Background: an optimization exercise with open tools, aiming at small area, a short achievable clock period and few clock cycles per item. Do not read the settings as production practice. The RTL was checked by simulation tests, not by an equivalence proof against the original design. No activity file was given, so power comes from the tool's default toggle rates.

// kgroup_dot
module kgroup_dot (
    input  wire        clk,
    input  wire        rst,
    input  wire        in_valid,
    output wire        in_ready,
    input  wire [15:0] in_a,
    input  wire [15:0] in_b,
    input  wire        in_a_fp16,
    input  wire        in_b_fp16,
    input  wire        in_narrow,
    output reg         out_valid,
    output reg  [31:0] out_result
);
    localparam integer W  = 55;    
    localparam integer CW = 5;     
    assign in_ready = 1'b1;
    function [W-1:0] rotl;
        input [W-1:0] x;
        input [5:0]   n;
        reg   [W-1:0] y;
        begin
            y = x;
            if (n[0]) y = {y[W-2:0], y[W-1]};
            if (n[1]) y = {y[W-3:0], y[W-1:W-2]};
            if (n[2]) y = {y[W-5:0], y[W-1:W-4]};
            if (n[3]) y = {y[W-9:0], y[W-1:W-8]};
            if (n[4]) y = {y[W-17:0], y[W-1:W-16]};
            if (n[5]) y = {y[W-33:0], y[W-1:W-32]};
            rotl = y;
        end
    endfunction
    function [W-1:0] therm;
        input [5:0] m;
        reg   [7:0] lt_h, eq_h, lt_l;
        integer q;
        begin
            for (q = 0; q < 8; q = q + 1) begin
                lt_h[q] = (q < m[5:3]);
                eq_h[q] = (q == m[5:3]);
                lt_l[q] = (q < m[2:0]);
            end
            for (q = 0; q < W; q = q + 1)
                therm[q] = lt_h[q >> 3] || (eq_h[q >> 3] && lt_l[q & 7]);
        end
    endfunction
    reg  [4:0]  cnt;
    reg         g_afp, g_bfp, g_nar;           
    reg         r0_v, r0_first, r0_last;
    reg  [15:0] r0_a, r0_b;
    reg         r0_afp, r0_bfp, r0_nar;
    always @(posedge clk) begin
        if (rst) begin
            cnt  <= 5'd0;
            r0_v <= 1'b0;
        end else begin
            r0_v <= in_valid;
            if (in_valid) begin
                cnt <= cnt + 5'd1;
                if (cnt == 5'd0) begin
                    g_afp <= in_a_fp16;
                    g_bfp <= in_b_fp16;
                    g_nar <= in_narrow;
                end
            end
        end
        r0_a     <= in_a;
        r0_b     <= in_b;
        r0_first <= (cnt == 5'd0);
        r0_last  <= (cnt == 5'd31);
        r0_afp   <= (cnt == 5'd0) ? in_a_fp16 : g_afp;
        r0_bfp   <= (cnt == 5'd0) ? in_b_fp16 : g_bfp;
        r0_nar   <= (cnt == 5'd0) ? in_narrow : g_nar;
    end
    reg        a_nan, a_inf;
  ...
For scale: about 72 I/O pins, ~57000 sq um of cells after synthesis.
Settings: LEC_CHECK=0, ABC_AREA=1, CAP_MARGIN=20, CORE_MARGIN=2, CORE_UTILIZATION=40, CTS_CLUSTER_DIAMETER=80, CTS_CLUSTER_SIZE=25, PLACE_DENSITY=0.6, SLEW_MARGIN=20; clock period 14.0 ns.
standard.sh (not shown) runs the stock make flow with config.mk's settings and CLKGATE_MAP_FILE= SYNTH_SCRIPT=/design/flow/synth_recipe.tcl, a recipe that flattens the netlist after the stock synthesis.
==> flow/flow/run.sh <==
#!/bin/bash
# The standard layout (standard.sh: standard synthesis, floorplan,
# placement, CTS, routing), with ORFS's repair_timing asked for a larger
# setup margin than the 14 ns clock needs, so that it sizes and buffers the
# design for a shorter achieved period.  The SDC is the standard flow's, unchanged.
set -euo pipefail
bash standard.sh SETUP_SLACK_MARGIN=9.9 finish > standard_make.log 2>&1
The first run passed the timing, design-rule and antenna checks.
Testbench counts at the start, summed over its fixed seeds: cycles 10,417, items 320.
Edit:
- ABC_AREA: 1 -> default
Result:
- The changed run ran to the end with no violations
- final area came out higher by 0.52%
- register-to-register slack is better by 0.12 ns
- count of clock-buffer cells in the layout is higher by 9
- clock power grows by about 7%
- setup slack improves by 0.084 ns
- via count goes down by 2.7%
- sequential power is lower by about 3%
- combinational power went down by 22%
- clock skew drops by 0.018 ns

---

kgroup_dot, a different RTL version from the one above (not shown whole).
Size in the first run: about 5900 cells after synthesis, ~890 flip-flops, ~58000 sq um of cells after synthesis.
export LEC_CHECK = 0
export CAP_MARGIN = 20
export CORE_MARGIN = 2
export CORE_UTILIZATION = 55
export CTS_CLUSTER_DIAMETER = 80
export CTS_CLUSTER_SIZE = 25
export PLACE_DENSITY = 0.72
export SLEW_MARGIN = 20
create_clock -name core_clock -period 14.0 [get_ports {clk}]
Scripts as last shown in full above: flow/flow/run.sh
Testbench counts at the start, summed over its fixed seeds: cycles 10,417, items 320.
Next try:
- CORE_UTILIZATION: 55 -> 40
- PLACE_DENSITY: 0.72 -> 0.6
Die area rises by 37%.
Non-clock buffer count rises by 3.
Power climbs by 1.4%.
Via count drops by 1.3%.
Critical path depth stays the same.
First-iteration DRC count goes down by 10%.
Synthesized area does not change.
Fmax increases by 0.87%.
Final cell count goes up by 7.3%.
Clock-buffer cell count goes down by 1.
Utilization fell by 16 points.

port drivers added, routing unchanged:
The flow's constraints put no driver on any port. The routed layouts listed below were extracted and timed again, unchanged, in two steps. Step 1, drivers: a clkbuf_16 drives clk and a buf_2 each remaining input, both assumed. Step 2 times the ports against the registers' clock, not the clock port: input delays grow and output delays shrink by t, the midpoint of the rising clock arrivals with the driver on. a / b / c = no drivers / after step 1 / after step 2; a / b = the first two.
| run | t (ns) | setup slack, ns | worst setup path after step 2 | latest minus earliest clock arrival (ns) |
|---|---|---|---|---|
| the first run of note 1 | 0.776 | 9.867 / 9.867 / 9.596 | input to register | 0.069 / 0.069 |
| the second run of note 1 | 0.757 | 9.950 / 9.875 / 9.588 | input to register | 0.054 / 0.054 |
| the first run of note 2 | 0.742 | 9.932 / 9.863 / 9.545 | input to register | 0.066 / 0.066 |
| the second run of note 2 | 0.752 | 9.967 / 9.897 / 9.594 | input to register | 0.084 / 0.083 |
After both steps setup and hold are still met in every run listed. The setup slack of the first run of note 2, which loses most, moves by -0.069 ns with the drivers and by -0.387 ns with both steps.
